Source: an optimization exercise on an open RTL-to-GDS flow (aim: small area, a short achievable clock period and few clock cycles per item). Production flows keep margins and buffers that such runs may drop. The RTL was checked by simulation tests, not by an equivalence proof against the original design. Power figures rest on the tool's default switching activity, not on a simulated workload.

==> flow/design.v (outline; a module is shown in full before it is edited, if it fits) <==
// module whorl_xu: 151 lines
// module whorl_xu_alu: 88 lines
// module whorl_xu_mul: 1628 lines
// module whorl_xu_add17: 52 lines
// module whorl_xu_add32: 97 lines
// module whorl_xu_add36: 107 lines
// module whorl_xu_add47: 134 lines
// module whorl_xu_add48: 143 lines
module whorl_xu (
    input             clk,
    input             rst,           
    input             in_valid,
    output            in_ready,
    input      [5:0]  in_op,
    input      [1:0]  in_acc,        
    input      [15:0] in_imm,
    input      [31:0] in_a,
    input      [31:0] in_b,
    input      [31:0] in_d,          
    output reg        out_valid,
    output reg [31:0] out_res,
    output reg [47:0] out_acc,
    output reg        out_sat,
    output reg        out_illegal
);
  // ...
==> flow/flow/run.sh <==
#!/bin/bash
set -euo pipefail
bash standard.sh "BUFFER_PORTS_ARGS=-buffer_cell sky130_fd_sc_hd__buf_4" \
    SETUP_SLACK_MARGIN=18 finish > flow_standard.log 2>&1
==> flow/standard.sh <==
#!/bin/bash
# synth_recipe.tcl (not shown) runs the flow's synth.tcl, then flattens the netlist and writes it again
# the make line also repeats each setting of config.mk as NAME=value (left out here)
make -C /OpenROAD-flow-scripts/flow DESIGN_CONFIG=/design/flow/config.mk WORK_HOME=/design/flow/orfs CLKGATE_MAP_FILE= SYNTH_SCRIPT=/design/flow/synth_recipe.tcl "${@:-finish}"
==> flow/config.mk <==
export PLATFORM = sky130hd
export DESIGN_NAME = whorl_xu
export DESIGN_NICKNAME = whorl_xu
export VERILOG_FILES = /design/flow/design.v
export SDC_FILE = /design/flow/constraint.sdc
export NUM_CORES = 4
export LEC_CHECK = 0
export ABC_AREA = 1
export CAP_MARGIN = 20
export CORE_MARGIN = 2
export CORE_UTILIZATION = 50
export PLACE_DENSITY = 0.65
export SLEW_MARGIN = 20
==> flow/constraint.sdc <==
create_clock -name core_clock -period 24.0 [get_ports {clk}]
set_input_delay 4.8000 -clock core_clock [delete_from_list [all_inputs] [get_ports {clk}]]
set_output_delay 4.8000 -clock core_clock [all_outputs]
set_load 0.01 [all_outputs]
==> out/metrics.csv, run 1 <==
stage;metric;value;unit
run_status;status;failed layout checks;
run_status;failed_checks;capacitance limit, slew limit;
routing;routed_wl;250.2;mm
global_routing;grt_pass1_vias;55830;
floorplanning;rows;125;
job;max_cap_viol_count;1;
pwr;switchingPower;3812;uW
final_layout;finish.utilization;55.83;%
final_layout;nonClkBufAreaFrac;4.832;%
pwr;p_int;3913;uW
logic_synthesis;ys_async_sr_fraction;0;%
logic_synthesis;synth_top_area_cell;dfxtp_1;
final_layout;area_dominant_class;multi-input combinational cells;
floorplanning;die_y;347.3;um
floorplanning;io_pins;207;
clock_tree;cts_tree;yes;
min_path;worstHoldEndpoint;ill2$_DFF_P_;
setup_path;path_buf_inv;1;
clock_tree;clk_latency;0.71;ns
logic_synthesis;synth_xor_area_share;9.470;%
logic_synthesis;synth_top_family_by_area;adder cells;
final_layout;layout_commonest_cell;nand2_1;
logic_synthesis;synth_enable_flop_cells;0;
timing;drv_slew;16;
timing;fin_crit_sh;24.99;%
logic_synthesis;syn-num-nets;9019;
global_routing;grt_pass1_wl;365.7;mm
pwr;irDropWorstVdd;0.0001275;V
logic_synthesis;synth-adder-area-share;24.65;%
clock_tree;cts.repair.resized;81;
timing;fin_ws;18.00;ns
setup_path;crit_path_start_kind;flip-flop;
final_layout;sh_seq_area;19.00;%
routing;wl_met3;29.47;mm
floorplanning;die_area;120600;um2
clock_tree;cts-buffers-inserted;74;
timing;rsz0062_at_grt;true;
Testbench counts, summed over its fixed seeds: cycles 64,040, items 64,000.
==> run 2, diff against run 1 <==
==> flow/run.sh (new file) <==
#!/bin/bash
# synth_recipe.tcl (not shown) runs the flow's synth.tcl, then flattens the netlist and writes it again
# the make line also repeats each setting of config.mk as NAME=value (left out here)
make -C /OpenROAD-flow-scripts/flow DESIGN_CONFIG=/design/flow/config.mk WORK_HOME=/design/flow/orfs CLKGATE_MAP_FILE= SYNTH_SCRIPT=/design/flow/synth_recipe.tcl finish
removed: flow/flow/run.sh
removed: flow/standard.sh
==> out/metrics.csv, run 2 <==
stage;metric;value;unit;change
logic_synthesis;yosys-top-cells-area;dfxtp_1 21%, fa_1 17%, nand2_1 9.5%;;unchanged
global_routing;grt_usage;38.96;%;was 40.58%
logic_synthesis;synthCells;8038;;unchanged
final_layout;layout_common_cells;1481 x nand2_1, 1262 x inv_1, 601 x dfxtp_1;;was 1470 x nand2_1, 1256 x inv_1, 573 x xor2_1
final_layout;largest_register_ffs;192;;unchanged
logic_synthesis;synth_top_area_share;20.83;%;unchanged
logic_synthesis;yosysUniqueCellTypes;69;;unchanged
clock_tree;cts_tree;yes;;unchanged
timing;setup_violations;0;;unchanged
routing;drt_iter0_markers;6550;;was 6512
final_layout;multi_input_area;39710;um2;was 40020 um2
place;port_buffers;205;;unchanged
timing;fin_crit_sh;31.78;%;was 24.99%
logic_synthesis;ys_async_sr_fraction;0;%;unchanged
clock_tree;clk_path_buf_depth;3;;unchanged
pwr;power_density;119.4;nW/um2;was 118.8 nW/um2
timing;drv_slew;0;;was 16
timing;rsz0062_at_grt;false;;was true
clock_tree;clkTransAtPathRegs;0.06;ns;was 0.07 ns
setup_path;arrival;8.18;ns;was 1.20 ns
floorplanning;start_util;50.56;%;unchanged
clock_tree;clkSinkCount;613;;unchanged
clock_tree;htree_levels;3;;unchanged
clock_tree;ctsRootBufferMaster;clkbuf_16;;unchanged
setup_path;path_buf_inv;6;;was 1
setup_path;critPathKind;reg2reg;;was reg2out
global_routing;grt_pass1_wl;355.2;mm;was 365.7 mm
pwr;irDropWorstVdd;0.0001540;V;was 0.0001275 V
place;dp_hpwl;167.0;mm;was 171.7 mm
final_layout;fillCellCount;11170;;was 11150
global_routing;grt_pass1_vias;55560;;was 55830
floorplanning;die_x;347.3;um;unchanged
timing;skew;0.05186;ns;was 0.04220 ns
floorplanning;io_pins;207;;unchanged
routing;drt_pass1_iterations;6;;unchanged
clock_tree;cts.repair.resized;0;;was 81
job;max_cap_viol_count;0;;was 1
routing;routed_wl;238.2;mm;was 250.2 mm
place;gp_congestion;1.018;;was 1.005
min_path;hold_start;ard1$_DFF_P_;;was ill1$_DFF_P_
pwr;p_total;7734;uW;was 7725 uW
floorplanning;die_y;347.3;um;unchanged
logic_synthesis;yosys_warnings;3;;unchanged
setup_path;crit_path_max_incr_delay;0.70;ns;was 0.39 ns
logic_synthesis;synth_seq_cells;613;;unchanged
final_layout;nNetsFinal;8944;;was 8971
setup_path;cpMaxStageDelayCell;inv_1;;was dfxtp_4
global_routing;overflow;0;;unchanged
floorplanning;coreArea;116500;um2;unchanged
final_layout;regArea;12290;um2;was 12360 um2
setup_path;crit_top_cell;nand2_1;;
floorplanning;die_area;120600;um2;unchanged
min_path;hold_depth;0;;unchanged
routing;wl_per_cell;24.94;um;was 26.12 um
final_layout;regMostFlops;acc;;unchanged
setup_path;crit_path_start_kind;flip-flop;;unchanged
global_routing;antenna_found_initial;7;;was 14
logic_synthesis;synth_common_cells;1485 x nand2_1, 1272 x inv_1, 613 x dfxtp_1;;unchanged
routing;detail-route-antenna-nets;0;;unchanged
logic_synthesis;syn-num-nets;9019;;unchanged
routing;remaining_drc_errors;0;;unchanged
timing;setup_tns;0;ns;unchanged
final_layout;drive_above_1_share;5.125;%;was 9.032%
logic_synthesis;yosysSeqAreaShare;20.83;%;unchanged
setup_path;r2r_setup_slack;16.37;ns;was 18.06 ns
pwr;combPwrFrac;65.8;%;was 65.2%
timing;worst_pin_slew;1.131;ns;was 1.551 ns
clock_tree;clk_latency;0.68;ns;was 0.71 ns
logic_synthesis;synth_enable_flop_cells;0;;unchanged
setup_path;cp_max_fo;38;;was 1
clock_tree;post-cts-setup-buffers;0;;was 5
setup_path;end_kind;flip-flop;;was output pin
routing;vias_per_cell;5.978;;was 6.030
logic_synthesis;syn_area;58910;um2;unchanged
logic_synthesis;synth_most_common_cell;nand2_1;;unchanged
setup_path;crit_required;24.55;ns;was 19.20 ns
logic_synthesis;avgSynthCellArea;7.329;um2;unchanged
final_layout;areaGrowthSynthToFinish;9.906;%;was 10.42%
timing;slew_headroom;24.34;%;was -3.421%
final_layout;layout_commonest_cell;nand2_1;;unchanged
pwr;leakage;0.03177;uW;was 0.03234 uW
final_layout;reg_top3;acc: 192 flops, out_acc: 48 flops, tx2: 47 flops;;unchanged
timing;finalHoldViolations;0;;unchanged
pwr;p_int;3921;uW;was 3913 uW
timing;period_needed;7.627;ns;was 5.997 ns
routing;vias;57090;;was 57750
pwr;sw_frac_of_total;49.30;%;was 49.35%
timing;timing.fmax;131.1;MHz;was 166.8 MHz
min_path;worstHoldEndpoint;ard2$_DFF_P_;;was ill2$_DFF_P_
run_status;status;complete, no violations;;was failed layout checks
pwr;pwr-share-clk;15.1;%;was 15.7%
timing;fin_ws;16.37;ns;was 18.00 ns
global_routing;grt_max_degree;127;;was 118
clock_tree;cts_hold_buffers;0;;unchanged
pwr;switchingPower;3813;uW;was 3812 uW
setup_path;crit_family;simple AND/OR/NAND/NOR gates;;was flip-flops
setup_path;worstRegToRegCells;37;;was 17
min_path;worstHoldPathType;reg2reg;;unchanged
pwr;pwr-share-seq;19.1;%;about the same
floorplanning;rows;125;;unchanged
logic_synthesis;synthFlopType;dfxtp_1;;unchanged
place;post-place-ws;16.57;ns;was 16.20 ns
setup_path;r2r-start;op0[5]$_DFF_P_;;was b0[23]$_SDFF_PP0_
clock_tree;cts-buffers-inserted;72;;was 74
logic_synthesis;synth_top_area_cell;dfxtp_1;;unchanged
setup_path;reg2reg_to;res1[12]$_DFF_P_;;was mc1[15]$_DFF_P_
## run 2: cell types whose count changed in the layout (fill, tap and decap cells not counted), moves of 11 or more
cell	before	now
buf_6	22	1
nand2_1	1470	1481
dfxtp_4	14	2
clkdlybuf4s50_1	0	204
dfxtp_2	27	10
dfxtp_1	572	601
buf_4	363	170
## run 2: power groups by stage
| stage | clock network (uW) | registers (uW) | logic (uW) |
|---|---|---|---|
| 5_1_grt | 1220 | 1490 | 5710 |
| 4_1_cts | 1190 | 1470 | 5010 |
| 3_5_place_dp | 0 | 1490 | 4990 |
| 6_report | 1170 | 1480 | 5090 |
| 2_1_floorplan | 0 | 1420 | 3170 |
| 3_3_place_gp | 0 | 1490 | 4850 |
## run 2: logic make-up after synthesis
family          Yosys count  synth area share (%)
xor+xnor                637                 9.470
simple gates           2563                 17.94
other cells               1              0.006365
compound gates         1515                 15.04
flops                   613                 20.83
buf+inv                1843                 11.93
mux                       8                0.1402
fa+ha+maj               858                 24.65
## run 2: area by class of cell
class                           count  area share [%]
Clock buffer                      102           3.219
Clock inverter                     28          0.6957
Antenna cell                        6         0.02319
Sequential cell                   613           18.98
Inverter                         1318           7.641
Multi-Input combinational cell   5582           61.33
Timing Repair Buffer              376           5.165
Tap cell                         1524           2.945
## run 2: worst max path at each step
stage	from	endpoint	depth (start not counted)
finish	op0[5]$_DFF_P_	res1[12]$_DFF_P_	37
detailed placement	op0[5]$_DFF_P_	res1[0]$_DFF_P_	39
CTS	op0[5]$_DFF_P_	res1[0]$_DFF_P_	39
global placement	op0[5]$_DFF_P_	res1[31]$_DFF_P_	40
floorplan	rst	acc[3][12]$_SDFFE_PP0P_	6
global route	op0[5]$_DFF_P_	res1[31]$_DFF_P_	39
## run 2: metrics by stage
step | instance area, um2 | utilization, % | instances | hold WS (ns)
5_1_grt | 64730 | 55.56 | 9543 | 0.3297
3_5_place_dp | 62180 | 53.37 | 9412 | 0.3143
4_1_cts | 64720 | 55.54 | 9542 | 0.3264
6_report | 64750 | 55.57 | 9549 | 0.3251
3_3_place_gp | 62180 | 53.37 | 9412 | 0.3113
2_1_floorplan | 58910 | - | 8038 | 0.3096
## run 2: per-layer routing
| layer | routed length [um] | GRT usage (%) | vias up |
|---|---|---|---|
| li1 | - | - | 25500 |
| met1 | 92320 | 49.56 | 27130 |
| met2 | 102100 | 59.51 | 3501 |
| met3 | 26530 | 9.847 | 957 |
| met4 | 17220 | 23.58 | 4 |
| met5 | 23 | 0 | - |
==> module whorl_xu_alu, before the edit <==
module whorl_xu_alu (
    input      [5:0]  op,
    input      [31:0] a,
    input      [31:0] b,
    input      [31:0] d,         
    output     [31:0] res,
    output            rep,       
    output            sgn,       
    output            sat        
);
    wire is_add  = op == 6'h01, is_sub  = op == 6'h02, is_addw = op == 6'h03;
    wire is_subw = op == 6'h04, is_neg  = op == 6'h05, is_abs  = op == 6'h06;
    wire is_min  = op == 6'h07, is_max  = op == 6'h08, is_clmp = op == 6'h09;
    wire is_and  = op == 6'h0A, is_or   = op == 6'h0B, is_xor  = op == 6'h0C;
    wire is_shl  = op == 6'h0D, is_sar  = op == 6'h0E, is_shr  = op == 6'h0F;
    wire is_lih  = op == 6'h10, is_lil  = op == 6'h11, is_addi = op == 6'h12;
    wire is_slt  = op == 6'h13, is_cmov = op == 6'h14, is_aclp = op == 6'h1D;
    wire [15:0] imm   = d[15:0];
    wire        sub_b = is_sub | is_subw;
    wire [31:0] y     = is_addi ? {{16{imm[15]}}, imm} : (sub_b ? ~b : b);
    wire [31:0] s_lo;
    wire        s_co;
    whorl_xu_add32 add_s (.a(a), .b(y), .ci(sub_b), .s(s_lo), .co(s_co));
    wire [32:0] s     = {a[31] ^ y[31] ^ s_co, s_lo};
    wire        s_ovf = s[32] ^ s[31];
    wire [31:0] nx    = is_clmp ? b : a;
    wire [31:0] n;
    wire        n_co;
    whorl_xu_add32 add_n (.a(~nx), .b(32'd0), .ci(1'b1), .s(n), .co(n_co));
    wire        n_ovf = nx[31] & ~(|nx[30:0]);    
    wire [31:0] lt_s;
    wire        lt_co;
    whorl_xu_add32 add_lt (.a({~a[31], a[30:0]}), .b({b[31], ~b[30:0]}), .ci(1'b1),
                           .s(lt_s), .co(lt_co));
    wire        lt    = ~lt_co;
    wire        eq    = a == b;
    wire        bneg  = b[31];
    wire        bmin  = n_ovf;                    
    wire        s_pos = ~s[32] & (|s[31:0]);      
    wire        c_hi  = bneg ? s_pos : ~lt & ~eq;
    wire        c_lo  = bneg ? (bmin ? eq : lt) : s[32];
    wire        c_n   = (c_hi & bneg & ~bmin) | (c_lo & ~bneg);
    wire        c_b   = (c_hi & ~bneg) | (c_lo & bneg & ~bmin);
    wire        c_m1  = c_lo & bmin;
    wire [4:0]  k = imm[4:0];
    reg  [31:0] a_rev, sh_rev;
    integer     i;
    always @* for (i = 0; i < 32; i = i + 1) a_rev[i] = a[31-i];
    wire        fill  = is_sar & a[31];
    wire [31:0] sh0   = is_shl ? a_rev : a;
    wire [31:0] sh1   = k[0] ? {fill, sh0[31:1]}         : sh0;
    wire [31:0] sh2   = k[1] ? {{2{fill}}, sh1[31:2]}    : sh1;
    wire [31:0] sh3   = k[2] ? {{4{fill}}, sh2[31:4]}    : sh2;
    wire [31:0] sh4   = k[3] ? {{8{fill}}, sh3[31:8]}    : sh3;
    wire [31:0] sh5   = k[4] ? {{16{fill}}, sh4[31:16]}  : sh4;
    always @* for (i = 0; i < 32; i = i + 1) sh_rev[i] = sh5[31-i];
    wire [30:0] sdiff = a[30:0] ^ {31{a[31]}};
    wire [30:0] smask = ~(31'h7FFF_FFFF >> k);
    wire        shl_ovf = |(sdiff & smask);
    wire sel_s  = is_add | is_sub | is_addw | is_subw | is_addi;
    wire sel_n  = is_neg | (is_abs & a[31]) | (is_clmp & c_n) | (is_aclp & ~a[31]);
    wire sel_a  = (is_abs & ~a[31]) | (is_min & lt) | (is_max & ~lt) |
                  (is_clmp & ~c_hi & ~c_lo) | (is_cmov & bnz) |
                  (is_aclp & a[31]);
    wire bnz    = |b;
    wire sel_b  = (is_min & ~lt) | (is_max & lt) | (is_clmp & c_b);
    wire sel_d  = is_cmov & ~bnz;
    wire sel_sh = is_shl | is_sar | is_shr;
    wire sel_ab = is_and | is_or;
    wire sel_ax = is_or | is_xor;
    assign res = ({32{sel_s}}  & s[31:0]) |
                 ({32{sel_n}}  & n) |
                 ({32{sel_a}}  & a) |
                 ({32{sel_b}}  & b) |
                 ({32{sel_d}}  & d) |
                 ({32{sel_ab}} & (a & b)) |
                 ({32{sel_ax}} & (a ^ b)) |
                 ({32{is_shl}} & sh_rev) |
                 ({32{is_sar | is_shr}} & sh5) |
                 {is_lih ? imm : is_lil ? d[31:16] : 16'h0000,
                  is_lil ? imm : 16'h0000} |
                 {is_clmp & c_m1, 30'd0, (is_clmp & c_m1) | (is_slt & lt)};
    assign rep = ((is_add | is_sub | is_addi) & s_ovf) |
                 ((is_neg | (is_abs & a[31])) & n_ovf) |
                 (is_shl & shl_ovf);
    assign sgn = is_shl ? a[31] : (is_add | is_sub | is_addi) ? s[32] : 1'b0;
    assign sat = rep | (is_clmp & bmin);
endmodule
==> run 3, diff against run 2 <==
--- a/flow/design.v
+++ b/flow/design.v
@@ -189,4 +189,10 @@
     wire        bmin  = n_ovf;                    
-    wire        s_pos = ~s[32] & (|s[31:0]);      
-    wire        c_hi  = bneg ? s_pos : ~lt & ~eq;
+    wire [32:0] p1_x  = ~({a[31], a} ^ {b[31], b});
+    wire [32:0] p1_y  = {{a[31], a[31:0]} | {b[31], b[31:0]}};
+    wire [31:0] p1_s;
+    wire        p1_co;
+    whorl_xu_add32 add_p1 (.a(p1_x[31:0]), .b({p1_y[30:0], 1'b0}), .ci(1'b0),
+                           .s(p1_s), .co(p1_co));
+    wire        s_pos = ~(p1_x[32] ^ p1_y[31] ^ p1_co);
+    wire        c_hi  = bneg ? s_pos & ~bmin : ~lt & ~eq;
     wire        c_lo  = bneg ? (bmin ? eq : lt) : s[32];
==> flow/flow/run.sh (new file) <==
#!/bin/bash
set -euo pipefail
bash standard.sh "BUFFER_PORTS_ARGS=-buffer_cell sky130_fd_sc_hd__buf_4" \
    SETUP_SLACK_MARGIN=18 SKIP_GATE_CLONING=1 finish > flow_standard.log 2>&1
==> flow/standard.sh (new file) <==
#!/bin/bash
# synth_recipe.tcl (not shown) runs the flow's synth.tcl, then flattens the netlist and writes it again
# the make line also repeats each setting of config.mk as NAME=value (left out here)
make -C /OpenROAD-flow-scripts/flow DESIGN_CONFIG=/design/flow/config.mk WORK_HOME=/design/flow/orfs CLKGATE_MAP_FILE= SYNTH_SCRIPT=/design/flow/synth_recipe.tcl "${@:-finish}"
removed: flow/run.sh
==> out/metrics.csv, run 3 <==
stage;metric;value;unit;change
min_path;worstHoldPathType;reg2reg;;unchanged
floorplanning;coreArea;119700;um2;was 116500 um2
clock_tree;clk_latency;0.74;ns;was 0.68 ns
final_layout;regArea;12360;um2;was 12290 um2
timing;fin_crit_sh;24.99;%;was 31.78%
setup_path;crit_required;19.20;ns;was 24.55 ns
routing;wl_per_cell;24.26;um;was 24.94 um
clock_tree;clk_path_buf_depth;3;;unchanged
logic_synthesis;synth_top_area_cell;dfxtp_1;;unchanged
routing;remaining_drc_errors;0;;unchanged
setup_path;r2r_setup_slack;18.25;ns;was 16.37 ns
place;placed_area;63100;um2;was 62180 um2
timing;worst_pin_slew;1.032;ns;was 1.131 ns
logic_synthesis;yosys-top-cells-area;dfxtp_1 20%, fa_1 17%, nand2_1 9.8%;;was dfxtp_1 21%, fa_1 17%, nand2_1 9.5%
place;dp_hpwl;167.0;mm;about the same
global_routing;grt_pass1_wl;357.0;mm;was 355.2 mm
final_layout;reg_top3;acc: 192 flops, out_acc: 48 flops, tx2: 47 flops;;unchanged
timing;setup_violations;0;;unchanged
clock_tree;clkTransAtPathRegs;0.07;ns;was 0.06 ns
clock_tree;htree_levels;3;;unchanged
setup_path;path_buf_inv;1;;was 6
setup_path;path_cells;buf_6;;
global_routing;grt_pass1_vias;56540;;was 55560
setup_path;cpMaxStageDelayCell;dfxtp_4;;was inv_1
setup_path;worstRegToRegCells;15;;was 37
run_status;status;complete, no violations;;unchanged
pwr;pwr-share-seq;19.4;%;was 19.1%
final_layout;multi_input_area;40830;um2;was 39710 um2
global_routing;antenna_found_initial;7;;unchanged
logic_synthesis;yosysUniqueCellTypes;61;;was 69
setup_path;crit_path_start_kind;flip-flop;;unchanged
setup_path;cp_max_fo;1;;was 38
clock_tree;clkSinkCount;613;;unchanged
clock_tree;cts-buffers-inserted;72;;unchanged
logic_synthesis;syn-num-nets;9293;;was 9019
logic_synthesis;synthFlopType;dfxtp_1;;unchanged
floorplanning;die_x;351.0;um;was 347.3 um
floorplanning;die_y;351.0;um;was 347.3 um
pwr;switchingPower;3728;uW;was 3813 uW
timing;slew_headroom;31.04;%;was 24.34%
pwr;sw_frac_of_total;48.94;%;was 49.30%
final_layout;fillCellCount;11680;;was 11170
final_layout;largest_register_ffs;192;;unchanged
pwr;pwr-share-clk;15.1;%;about the same
setup_path;cp.depth;1;;was 37
logic_synthesis;synth_seq_cells;613;;unchanged
pwr;power_density;115.5;nW/um2;was 119.4 nW/um2
setup_path;arrival;1.20;ns;was 8.18 ns
floorplanning;start_util;50.31;%;was 50.56%
floorplanning;rows;127;;was 125
logic_synthesis;avgSynthCellArea;7.295;um2;was 7.329 um2
timing;rsz0062_at_grt;true;;was false
timing;period_needed;5.997;ns;was 7.627 ns
setup_path;crit_family;flip-flops;;was simple AND/OR/NAND/NOR gates
final_layout;areaGrowthSynthToFinish;9.562;%;was 9.906%
place;gp_congestion;1.008;;was 1.018
logic_synthesis;yosysSeqAreaShare;20.39;%;was 20.83%
place;port_buffers;205;;unchanged
logic_synthesis;syn_area;60190;um2;was 58910 um2
pwr;p_int;3889;uW;was 3921 uW
logic_synthesis;synthCells;8251;;was 8038
pwr;leakage;0.03306;uW;was 0.03177 uW
pwr;p_total;7617;uW;was 7734 uW
logic_synthesis;synth_common_cells;1568 x nand2_1, 1339 x inv_1, 613 x dfxtp_1;;was 1485 x nand2_1, 1272 x inv_1, 613 x dfxtp_1
final_layout;layout_commonest_cell;nand2_1;;unchanged
logic_synthesis;synth_top_area_share;20.39;%;was 20.83%
logic_synthesis;synth_most_common_cell;nand2_1;;unchanged
global_routing;grt_max_degree;97;;was 127
routing;routed_wl;238.9;mm;was 238.2 mm
logic_synthesis;ys_async_sr_fraction;0;%;unchanged
job;max_cap_viol_count;0;;unchanged
clock_tree;cts_hold_buffers;0;;unchanged
setup_path;r2r-start;b0[15]$_SDFF_PP0_;;was op0[5]$_DFF_P_
floorplanning;io_pins;207;;unchanged
timing;timing.fmax;166.8;MHz;was 131.1 MHz
floorplanning;die_area;123200;um2;was 120600 um2
global_routing;overflow;0;;unchanged
final_layout;regMostFlops;acc;;unchanged
timing;drv_slew;0;;unchanged
final_layout;drive_above_1_share;7.847;%;was 5.125%
final_layout;layout_common_cells;1556 x nand2_1, 1335 x inv_1, 578 x dfxtp_1;;was 1481 x nand2_1, 1262 x inv_1, 601 x dfxtp_1
setup_path;crit_path_max_incr_delay;0.37;ns;was 0.70 ns
pwr;irDropWorstVdd;0.0001167;V;was 0.0001540 V
routing;drt_iter0_markers;6553;;was 6550
pwr;combPwrFrac;65.5;%;was 65.8%
timing;setup_tns;0;ns;unchanged
final_layout;nNetsFinal;9220;;was 8944
routing;vias;58090;;was 57090
setup_path;end_kind;output pin;;was flip-flop
routing;vias_per_cell;5.898;;was 5.978
setup_path;crit_end;out_res[22];;was res1[12]$_DFF_P_
clock_tree;ctsRootBufferMaster;clkbuf_16;;unchanged
timing;skew;0.06741;ns;was 0.05186 ns
routing;drt_pass1_iterations;9;;was 6
clock_tree;cts_tree;yes;;unchanged
logic_synthesis;synth_enable_flop_cells;0;;unchanged
routing;detail-route-antenna-nets;0;;unchanged
setup_path;startpoint;out_res[22]$_DFF_P_;;was op0[5]$_DFF_P_
timing;finalHoldViolations;0;;unchanged
final_layout;final_area;65950;um2;was 64750 um2
setup_path;reg2reg_to;mc1[15]$_DFF_P_;;was res1[12]$_DFF_P_
setup_path;critPathKind;reg2out;;was reg2reg
logic_synthesis;yosys_warnings;3;;unchanged
global_routing;grt_usage;38.47;%;was 38.96%
==> run 3: cell count changes after synthesis, sizes merged, moves of 6 or more <==
cell | before | now
ha | 354 | 415
buf | 122 | 114
inv | 1294 | 1354
a221oi | 28 | 37
o21ai | 398 | 405
xnor2 | 63 | 70
nand2 | 1488 | 1569
nand3 | 529 | 548
nor2 | 445 | 416
a31oi | 36 | 23
clkinv | 24 | 38
a21oi | 392 | 398
clkbuf | 403 | 414
==> run 3: routing by layer <==
| metal | vias to the layer above | global-route usage, % | routed length [um] |
|---|---|---|---|
| met5 | - | 0 | 151 |
| met1 | 27290 | 48.50 | 91440 |
| met3 | 1009 | 10.15 | 27990 |
| met2 | 3654 | 59.43 | 103200 |
| li1 | 26140 | - | - |
| met4 | 6 | 22.21 | 16130 |
==> run 3: timing repair <==
action,in CTS,in global routing
resized for setup,70,29
pin swaps,0,1
buffers inserted,3,2
endpoints found under the setup margin,335,324
==> run 3: stage by stage <==
step	util [%]	setup WS, ns	hold slack (ns)	instances
5_1_grt	55.11	17.98	0.3300	9844
3_5_place_dp	52.73	16.87	0.3138	9709
4_1_cts	54.97	17.95	0.3276	9840
2_1_floorplan	-	18.13	0.3096	8251
6_report	55.12	18.00	0.3239	9849
3_3_place_gp	52.73	16.96	0.3121	9709
==> run 3: worst reg2reg max path, stage by stage, from the launching register on <==
cell and delay (ns):
dfxtp_1 0.32, buf_4 0.52, inv_2 0.64, nand2_1 0.24, nand2_2 0.58, o22ai_1 0.46
xor2_1 0.15, fa_1 0.54, inv_1 0.05, fa_1 0.50, inv_1 0.05, fa_1 0.50
inv_1 0.07, fa_1 0.50, inv_1 0.05, fa_1 0.50
==> run 3: kinds of logic (layout without fill, tap and decap cells) <==
logic type	Yosys count	in the layout	synth area share, %
multiplexers	3	3	0.05197
buffers and inverters	1920	1901	12.12
flip-flops	613	613	20.39
AND/OR/NAND/NOR	2636	2636	18.04
AO/OA/AOI/OAI	1515	1515	14.63
adder cells (fa/ha/maj)	919	919	25.39
other	1	6	0.006230
XOR/XNOR	644	644	9.371
==> run 3: worst min-delay path by stage <==
stage	start	to	slack [ns]	depth (start not counted)
after floorplan	ai0[0]$_DFF_P_	ai1[0]$_DFF_P_	0.31	0
after global placement	ill1$_DFF_P_	ill2$_DFF_P_	0.31	0
after detailed placement	ard1$_DFF_P_	ard2$_DFF_P_	0.31	0
after CTS	ai0[1]$_DFF_P_	ai1[1]$_DFF_P_	0.33	0
after global routing	ard1$_DFF_P_	ard2$_DFF_P_	0.33	0
final	ai0[1]$_DFF_P_	ai1[1]$_DFF_P_	0.32	0
==> run 3: cell type report <==
type	instances	share of cell area, %
antenna	5	0.01897
timing repair buffer	381	4.586
clock inverter	34	0.7153
multi-input combinational	5718	61.91
tap	1612	3.058
sequential	613	18.74
inverter	1392	7.942
clock buffer	94	3.039
==> run 3: power by group through the flow <==
| stage | Combinational (uW) | Clock [uW] | Sequential (uW) |
|---|---|---|---|
| after CTS | 4920 | 1170 | 1470 |
| after global placement | 4770 | 0 | 1490 |
| after detailed placement | 4890 | 0 | 1490 |
| after global routing | 5640 | 1210 | 1490 |
| after floorplan | 3280 | 0 | 1420 |
| final | 4990 | 1150 | 1480 |
Testbench counts of run 3, summed over its fixed seeds: cycles 64,040, items 64,000.
==> module whorl_xu, before the edit <==
module whorl_xu (
    input             clk,
    input             rst,           
    input             in_valid,
    output            in_ready,
    input      [5:0]  in_op,
    input      [1:0]  in_acc,        
    input      [15:0] in_imm,
    input      [31:0] in_a,
    input      [31:0] in_b,
    input      [31:0] in_d,          
    output reg        out_valid,
    output reg [31:0] out_res,
    output reg [47:0] out_acc,
    output reg        out_sat,
    output reg        out_illegal
);
    localparam [5:0] OP_NOP  = 6'h00, OP_ADD  = 6'h01, OP_SUB  = 6'h02,
                     OP_ADDW = 6'h03, OP_SUBW = 6'h04, OP_NEG  = 6'h05,
                     OP_ABS  = 6'h06, OP_MIN  = 6'h07, OP_MAX  = 6'h08,
                     OP_CLMP = 6'h09, OP_AND  = 6'h0A, OP_OR   = 6'h0B,
                     OP_XOR  = 6'h0C, OP_SHL  = 6'h0D, OP_SAR  = 6'h0E,
                     OP_SHR  = 6'h0F, OP_LIH  = 6'h10, OP_LIL  = 6'h11,
                     OP_ADDI = 6'h12, OP_SLT  = 6'h13, OP_CMOV = 6'h14,
                     OP_MUL  = 6'h18, OP_MAC  = 6'h19, OP_MSU  = 6'h1A,
                     OP_ALD  = 6'h1B, OP_ARD  = 6'h1C, OP_ACLP = 6'h1D;
    localparam [31:0] MAX32 = 32'h7FFF_FFFF, MIN32 = 32'h8000_0000;
    localparam [47:0] MAX48 = 48'h7FFF_FFFF_FFFF, MIN48 = 48'h8000_0000_0000;
    assign in_ready = 1'b1;
    wire in_bk   = in_op[4] & in_op[3] & (in_op[2] | (in_op[1] & in_op[0]));   
    wire in_bneg = in_op[2] & in_a[31];                                      
    wire in_dlo  = in_op[4] & in_op[2];                                      
    reg        v0;
    reg [5:0]  op0;
    reg [1:0]  ai0;
    reg [31:0] a0, b0, d0;
    always @(posedge clk) begin
        v0   <= rst ? 1'b0 : in_valid;
        op0  <= in_op;
        ai0  <= in_acc;
        a0   <= in_a;
        b0   <= in_bk ? {in_bneg, in_bneg, 1'b1, 29'd0} : in_b;
        d0   <= {in_d[31:16], in_dlo ? in_d[15:0] : in_imm};
    end
    wire is_mul  = op0 == OP_MUL,  is_mac  = op0 == OP_MAC,  is_msu  = op0 == OP_MSU;
    wire is_ald  = op0 == OP_ALD,  is_ard  = op0 == OP_ARD,  is_aclp = op0 == OP_ACLP;
    wire legal   = (op0 <= OP_CMOV) || (op0 >= OP_MUL && op0 <= OP_ACLP);
    wire [63:17] ms, mc;
    wire         mc17;
    whorl_xu_mul mul (
        .a(a0), .b(b0), .rmul(is_mul), .nsgn(~(a0[31] ^ b0[31])),
        .s_o(ms), .c_o(mc), .c17(mc17)
    );
    wire [31:0] alu_res;
    wire        alu_rep, alu_sgn, alu_sat;
    whorl_xu_alu alu (
        .op(op0), .a(a0), .b(b0), .d(d0),
        .res(alu_res), .rep(alu_rep), .sgn(alu_sgn), .sat(alu_sat)
    );
    reg         v1;
    reg [1:0]   ai1;
    reg         mul1, msu1, macmsu1, ald1, aclp1, ard1, ill1;
    reg [31:0]  res1;
    reg         rep1, sgn1, sat1;
    reg [63:17] ms1, mc1;
    reg         mc17_1;
    always @(posedge clk) begin
        v1      <= rst ? 1'b0 : v0;
        ai1     <= ai0;
        mul1    <= is_mul;
        msu1    <= is_msu;
        macmsu1 <= is_mac | is_msu;
        ald1    <= is_ald;
        aclp1   <= is_aclp;
        ard1    <= is_ard;
        ill1    <= ~legal;
        res1    <= alu_res;
        rep1    <= alu_rep;
        sgn1    <= alu_sgn;
        sat1    <= alu_sat;
        ms1     <= ms;
        mc1     <= mc;
        mc17_1  <= mc17;
    end
    wire [46:0] t;
    wire        t_co;
    whorl_xu_add47 add_t (.a(ms1), .b(mc1), .ci(mc17_1), .s(t), .co(t_co));
    wire        mfit   = (t[46:43] == {4{t[43]}});
    wire        rep    = mul1 ? ~mfit : rep1;
    wire        sgn    = mul1 ? t[46] : sgn1;
    wire [31:0] res_v  = mul1 ? t[43:12] : res1;
    reg         v2;
    reg [3:0]   sel2, we2;       
    reg         msu2, macmsu2, ald2, aclp2, ard2, ill2;
    reg [46:0]  tx2;             
    reg [31:0]  res2;            
    reg         sat2;
    always @(posedge clk) begin
        v2      <= rst ? 1'b0 : v1;
        sel2    <= 4'b0001 << ai1;
        we2     <= (v1 & (macmsu1 | ald1 | aclp1)) ? (4'b0001 << ai1) : 4'b0000;
        msu2    <= msu1;
        macmsu2 <= macmsu1;
        ald2    <= ald1;
        aclp2   <= aclp1;
        ard2    <= ard1;
        ill2    <= ill1;
        tx2     <= msu1 ? ~t : t;
        res2    <= rep ? (sgn ? MIN32 : MAX32) : res_v;
        sat2    <= mul1 ? ~mfit : sat1;
    end
    reg  [47:0] acc [0:3];
    wire [47:0] acc_old = ({48{sel2[0]}} & acc[0]) | ({48{sel2[1]}} & acc[1]) |
                          ({48{sel2[2]}} & acc[2]) | ({48{sel2[3]}} & acc[3]);
    wire [47:0] tx      = {tx2[46], tx2};
    wire [47:0] sum_lo;
    wire        sum_co;
    whorl_xu_add48 add_acc (.a(acc_old), .b(tx), .ci(msu2), .s(sum_lo), .co(sum_co));
    wire [48:0] sum     = {acc_old[47] ^ tx[47] ^ sum_co, sum_lo};
    wire        sovf    = sum[48] ^ sum[47];
    wire [47:0] macv    = sovf ? (sum[48] ? MIN48 : MAX48) : sum[47:0];
    wire [47:0] cl_s;
    wire        cl_co;
    whorl_xu_add48 add_cl (.a({~tx[47], tx[46:0]}), .b({acc_old[47], ~acc_old[46:0]}), .ci(1'b1),
                           .s(cl_s), .co(cl_co));
    wire        cl_hi   = ~cl_co;
    wire        cl_lo   = sum[48];                  
    wire [47:0] negm    = {{4{res2[31]}}, res2, 12'h000};    
    wire [47:0] aclpv   = cl_hi ? tx : cl_lo ? negm : acc_old;
    wire        ard_up  = acc_old[11] & (~acc_old[47] | (|acc_old[10:0]));
    wire [35:0] ard_s;
    wire        ard_co;
    whorl_xu_add36 add_ard (.a(acc_old[47:12]), .b(36'd0), .ci(ard_up), .s(ard_s), .co(ard_co));
    wire [36:0] ardw    = {acc_old[47] ^ ard_co, ard_s};
    wire        ardfit  = (ardw[36:31] == {6{ardw[31]}});
    wire [31:0] ardres  = ardfit ? ardw[31:0] : (ardw[36] ? MIN32 : MAX32);
    wire [47:0] acc_new = macmsu2 ? macv : ald2 ? tx : aclp2 ? aclpv : acc_old;
    integer i;
    always @(posedge clk) begin
        for (i = 0; i < 4; i = i + 1)
            if (rst)
                acc[i] <= 48'd0;
            else if (we2[i])
                acc[i] <= acc_new;
        out_valid   <= rst ? 1'b0 : v2;
        out_res     <= ard2 ? ardres : aclp2 ? 32'd0 : res2;
        out_acc     <= acc_new;
        out_sat     <= (macmsu2 & sovf) | (ard2 & ~ardfit) | sat2;
        out_illegal <= ill2;
    end
endmodule
==> run 4, diff against run 3 <==
--- a/flow/design.v
+++ b/flow/design.v
@@ -140,6 +140,4 @@
         for (i = 0; i < 4; i = i + 1)
-            if (rst)
-                acc[i] <= 48'd0;
-            else if (we2[i])
-                acc[i] <= acc_new;
+            if (rst | we2[i])
+                acc[i] <= acc_new & {48{~rst}};
         out_valid   <= rst ? 1'b0 : v2;
@@ -169,3 +167,4 @@
     wire [15:0] imm   = d[15:0];
-    wire        sub_b = is_sub | is_subw;
+    wire        bneg  = b[31];
+    wire        sub_b = is_sub | is_subw | is_min | is_max | is_slt | (is_clmp & bneg);
     wire [31:0] y     = is_addi ? {{16{imm[15]}}, imm} : (sub_b ? ~b : b);
@@ -176,2 +175,3 @@
     wire        s_ovf = s[32] ^ s[31];
+    wire        lt    = s[32];                    
     wire [31:0] nx    = is_clmp ? b : a;
@@ -181,19 +181,13 @@
     wire        n_ovf = nx[31] & ~(|nx[30:0]);    
-    wire [31:0] lt_s;
-    wire        lt_co;
-    whorl_xu_add32 add_lt (.a({~a[31], a[30:0]}), .b({b[31], ~b[30:0]}), .ci(1'b1),
-                           .s(lt_s), .co(lt_co));
-    wire        lt    = ~lt_co;
-    wire        eq    = a == b;
-    wire        bneg  = b[31];
     wire        bmin  = n_ovf;                    
-    wire [32:0] p1_x  = ~({a[31], a} ^ {b[31], b});
-    wire [32:0] p1_y  = {{a[31], a[31:0]} | {b[31], b[31:0]}};
-    wire [31:0] p1_s;
-    wire        p1_co;
-    whorl_xu_add32 add_p1 (.a(p1_x[31:0]), .b({p1_y[30:0], 1'b0}), .ci(1'b0),
-                           .s(p1_s), .co(p1_co));
-    wire        s_pos = ~(p1_x[32] ^ p1_y[31] ^ p1_co);
-    wire        c_hi  = bneg ? s_pos & ~bmin : ~lt & ~eq;
-    wire        c_lo  = bneg ? (bmin ? eq : lt) : s[32];
+    wire        amin  = a[31] & ~(|a[30:0]);
+    wire [32:0] ax    = {a[31], a};
+    wire [32:0] bx    = {b[31], b};
+    wire [32:0] hx    = ~(ax ^ bx);
+    wire [32:0] hy    = bneg ? (ax | bx) : (ax & ~bx);
+    wire [31:0] h_s;
+    wire        h_co;
+    whorl_xu_add32 add_h (.a(hx[31:0]), .b({hy[30:0], 1'b0}), .ci(1'b0), .s(h_s), .co(h_co));
+    wire        c_hi  = (hx[32] ^ hy[31] ^ h_co) == 1'b0 && !bmin;
+    wire        c_lo  = bmin ? amin : s[32];
     wire        c_n   = (c_hi & bneg & ~bmin) | (c_lo & ~bneg);
==> flow/flow/run.sh (replaced) <==
#!/bin/bash
set -euo pipefail
bash standard.sh "BUFFER_PORTS_ARGS=-buffer_cell sky130_fd_sc_hd__buf_2" \
    SETUP_SLACK_MARGIN=18.1 SKIP_GATE_CLONING=1 finish > flow_standard.log 2>&1
==> out/metrics.csv, run 4 <==
stage;metric;value;unit;change
run_status;status;complete, no violations;;unchanged
logic_synthesis;synth_top_area_share;17.09;%;was 20.39%
logic_synthesis;yosysSeqAreaShare;24.04;%;was 20.39%
setup_path;r2r_setup_slack;18.09;ns;was 18.25 ns
final_layout;nNetsFinal;8445;;was 9220
global_routing;grt_pass1_vias;53810;;was 56540
setup_path;crit_family;flip-flops;;unchanged
routing;detail-route-antenna-nets;0;;unchanged
timing;period_needed;5.967;ns;was 5.997 ns
routing;wl_per_cell;27.20;um;was 24.26 um
logic_synthesis;synth_seq_cells;613;;unchanged
setup_path;reg2reg_to;mc1[14]$_DFF_P_;;was mc1[15]$_DFF_P_
timing;timing.fmax;167.6;MHz;was 166.8 MHz
floorplanning;die_x;347.6;um;was 351.0 um
timing;drv_slew;0;;unchanged
logic_synthesis;yosysUniqueCellTypes;65;;was 61
place;dp_hpwl;167.1;mm;was 167.0 mm
logic_synthesis;syn_area;59040;um2;was 60190 um2
logic_synthesis;yosys-top-cells-area;fa_1 17%, dfxtp_1 14%, edfxtp_1 9.8%;;was dfxtp_1 20%, fa_1 17%, nand2_1 9.8%
logic_synthesis;ys_async_sr_fraction;0;%;unchanged
setup_path;critPathKind;reg2out;;unchanged
timing;hold_slack;0.3258;ns;was 0.3239 ns
setup_path;crit_path_max_incr_delay;0.37;ns;about the same
setup_path;arrival;1.17;ns;was 1.20 ns
final_layout;drive_above_1_share;9.977;%;was 7.847%
min_path;worstHoldPathType;reg2reg;;unchanged
routing;vias_per_cell;6.133;;was 5.898
pwr;power_density;130.0;nW/um2;was 115.5 nW/um2
setup_path;cpMaxStageDelayCell;dfxtp_4;;unchanged
setup_path;end_kind;output pin;;unchanged
logic_synthesis;synth_enable_flop_cells;192;;was 0
clock_tree;clkTransAtPathRegs;0.06;ns;was 0.07 ns
logic_synthesis;synth_common_cells;1509 x nand2_1, 1025 x inv_1, 588 x xor2_1;;was 1568 x nand2_1, 1339 x inv_1, 613 x dfxtp_1
floorplanning;start_util;50.20;%;was 50.31%
timing;skew;0.03014;ns;was 0.06741 ns
final_layout;largest_register_ffs;192;;unchanged
logic_synthesis;synth_most_common_cell;nand2_1;;unchanged
floorplanning;die_area;120800;um2;was 123200 um2
logic_synthesis;syn-num-nets;8486;;was 9293
global_routing;grt_usage;40.27;%;was 38.47%
clock_tree;cts-buffers-inserted;74;;was 72
timing;setup_violations;0;;unchanged
routing;drt_iter0_markers;6935;;was 6553
final_layout;reg_top3;acc: 192 flops, out_acc: 48 flops, tx2: 47 flops;;unchanged
global_routing;grt_pass1_wl;358.7;mm;was 357.0 mm
setup_path;cp_max_fo;1;;unchanged
setup_path;path_buf_inv;1;;unchanged
min_path;hold_depth;0;;unchanged
logic_synthesis;avgSynthCellArea;7.865;um2;was 7.295 um2
clock_tree;ctsRootBufferMaster;clkbuf_16;;unchanged
logic_synthesis;synth_top_area_cell;fa_1;;was dfxtp_1
floorplanning;die_y;347.6;um;was 351.0 um
global_routing;grt_max_degree;69;;was 97
clock_tree;cts_tree;yes;;unchanged
routing;drt_pass1_iterations;6;;was 9
clock_tree;clkSinkCount;613;;unchanged
floorplanning;rows;126;;was 127
place;placed_area;61360;um2;was 63100 um2
pwr;leakage;0.03146;uW;was 0.03306 uW
timing;slew_headroom;16.95;%;was 31.04%
clock_tree;clk_latency;0.69;ns;was 0.74 ns
place;port_buffers;205;;unchanged
timing;rsz0062_at_grt;true;;unchanged
timing;worst_pin_slew;1.243;ns;was 1.032 ns
logic_synthesis;synthFlopType;dfxtp_1;;unchanged
setup_path;r2r-start;b0[19]$_SDFF_PP0_;;was b0[15]$_SDFF_PP0_
final_layout;areaGrowthSynthToFinish;9.438;%;was 9.562%
setup_path;worstRegToRegCells;18;;was 15
place;gp_congestion;1.043;;was 1.008
routing;remaining_drc_errors;0;;unchanged
logic_synthesis;synthCells;7506;;was 8251
floorplanning;coreArea;117600;um2;was 119700 um2
logic_synthesis;yosys_warnings;3;;unchanged
setup_path;crit_path_start_kind;flip-flop;;unchanged
final_layout;fillCellCount;11100;;was 11680
pwr;irDropWorstVdd;0.0001919;V;was 0.0001167 V
clock_tree;cts_hold_buffers;0;;unchanged
job;max_cap_viol_count;0;;unchanged
timing;fin_crit_sh;24.86;%;was 24.99%
global_routing;overflow;0;;unchanged
final_layout;regMostFlops;acc;;unchanged
routing;vias;55680;;was 58090
final_layout;final_area;64610;um2;was 65950 um2
pwr;p_total;8398;uW;was 7617 uW
timing;finalHoldViolations;0;;unchanged
min_path;worstHoldEndpoint;out_illegal$_DFF_P_;;was ai1[1]$_DFF_P_
routing;routed_wl;246.9;mm;was 238.9 mm
setup_path;path_cells;buf_6;;unchanged
final_layout;layout_commonest_cell;nand2_1;;unchanged
final_layout;layout_common_cells;1502 x nand2_1, 1020 x inv_1, 588 x xor2_1;;was 1556 x nand2_1, 1335 x inv_1, 578 x dfxtp_1
clock_tree;clk_path_buf_depth;3;;unchanged
clock_tree;htree_levels;3;;unchanged
timing;setup_tns;0;ns;unchanged
global_routing;antenna_found_initial;19;;was 7
setup_path;crit_required;19.20;ns;about the same
min_path;hold_start;ill2$_DFF_P_;;was ai0[1]$_DFF_P_
floorplanning;io_pins;207;;unchanged
==> run 4: changes by cell type after synthesis, moves of 59 or more <==
cell | previous run | this run
inv_1 | 1339 | 1025
dfxtp_1 | 613 | 421
edfxtp_1 | 0 | 192
o21ai_0 | 344 | 234
a21oi_1 | 397 | 288
o22ai_1 | 526 | 437
a22o_1 | 5 | 87
nor2_1 | 408 | 331
ha_1 | 415 | 353
nand2_1 | 1568 | 1509
==> run 4: worst max path at each step <==
stage / from / to / slack (ns) / cells past startpoint
detailed placement: rst / acc[2][5]$_DFFE_PP_ / 17.36 / 4
CTS: out_acc[21]$_DFF_P_ / out_acc[21] / 18.01 / 1
global route: out_acc[21]$_DFF_P_ / out_acc[21] / 18.01 / 1
finish: out_acc[21]$_DFF_P_ / out_acc[21] / 18.03 / 1
floorplan: rst / acc[0][0]$_DFFE_PP_ / 17.90 / 2
global placement: rst / acc[2][5]$_DFFE_PP_ / 17.36 / 4
==> run 4: final cells by class <==
class / count / area, um2 / share of cell area, %
Multi-Input combinational cell: 5312 / 38900 / 60.22
Antenna cell: 16 / 40.04 / 0.06197
Sequential cell: 613 / 14290 / 22.12
Clock inverter: 40 / 509.2 / 0.7882
Clock buffer: 98 / 2093 / 3.240
Tap cell: 1536 / 1922 / 2.975
Timing Repair Buffer: 395 / 2813 / 4.354
Inverter: 1069 / 4031 / 6.240
==> run 4: timing repair <==
action	4_1_cts	5_1_grt
setup buffers	5	2
setup endpoints to repair	382	373
pin swaps	2	1
gates cloned	0	0
resized for setup	86	64
==> run 4: metrics by stage <==
step	setup slack, ns	utilization, %	instances
after floorplan	17.90	-	7506
after global placement	17.36	52.17	8918
after detailed placement	17.36	52.17	8918
after CTS	18.01	54.69	9061
after global routing	18.01	54.90	9063
final	18.03	54.93	9079
==> run 4: kinds of logic (layout without fill, tap and decap cells) <==
logic type                 Yosys count  after routing  share of synthesized area, %
AOI/OAI and AO/OA                 1242           1242                         12.91
xor gates and xnor gates           640            640                         9.495
adders and majority gates          857            857                         24.57
buffers and inverters             1581           1602                         10.44
DFF                                613            613                         24.04
muxes                                2              2                       0.03815
other                                1             17                      0.006352
and+or+nand+nor                   2570           2570                         18.50
==> run 4: where the power goes <==
part / leakage, uW / switching [uW] / internal, uW
clock network: 0.00125 / 504 / 691
registers: 0.00552 / 214 / 1420
logic: 0.0247 / 3470 / 2090
total: 0.0315 / 4190 / 4210
==> run 4: per-layer routing <==
| layer | share of wire, % | vias up | track usage [%] |
|---|---|---|---|
| met3 | 13 | 1245 | 13.31 |
| met1 | 36 | 26030 | 49.56 |
| li1 | - | 24260 | - |
| met2 | 42 | 4135 | 59.17 |
| met4 | 8.8 | 10 | 28.87 |
| met5 | 0.030 | - | 0.1601 |
Testbench counts of run 4, summed over its fixed seeds: cycles 64,040, items 64,000.

## afterwards: timing with drivers on the ports
In the flow no input, the clock included, has a driving cell. The finished layouts below were timed again as built, in two steps. Step 1, drivers: a clkbuf_16 drives clk and a buf_2 each remaining input, both assumed. Step 2 times the ports against the registers' clock, not the clock port: input delays grow and output delays shrink by t, the midpoint of the rising clock arrivals with the driver on. Slacks: ideal / step 1 / step 2; pairs: ideal / step 1.
run	shift t [ns]	setup WS [ns]	latest minus earliest clock arrival (ns)	slew at the worst register clock pin (ns)	worst data-port slew with drivers (ns)
run 1	0.761	18.004 / 17.930 / 17.456	0.046 / 0.046	0.07 / 0.07	0.05
run 2	0.738	16.373 / 16.373 / 16.373	0.053 / 0.053	0.07 / 0.07	0.07
run 3	0.783	18.003 / 17.926 / 17.510	0.068 / 0.068	0.07 / 0.07	0.06
run 4	0.756	18.033 / 17.955 / 17.481	0.034 / 0.035	0.07 / 0.07	0.06
For run 4, which loses most, drivers alone change the setup slack by -0.078 ns; drivers and shift together by -0.552 ns.
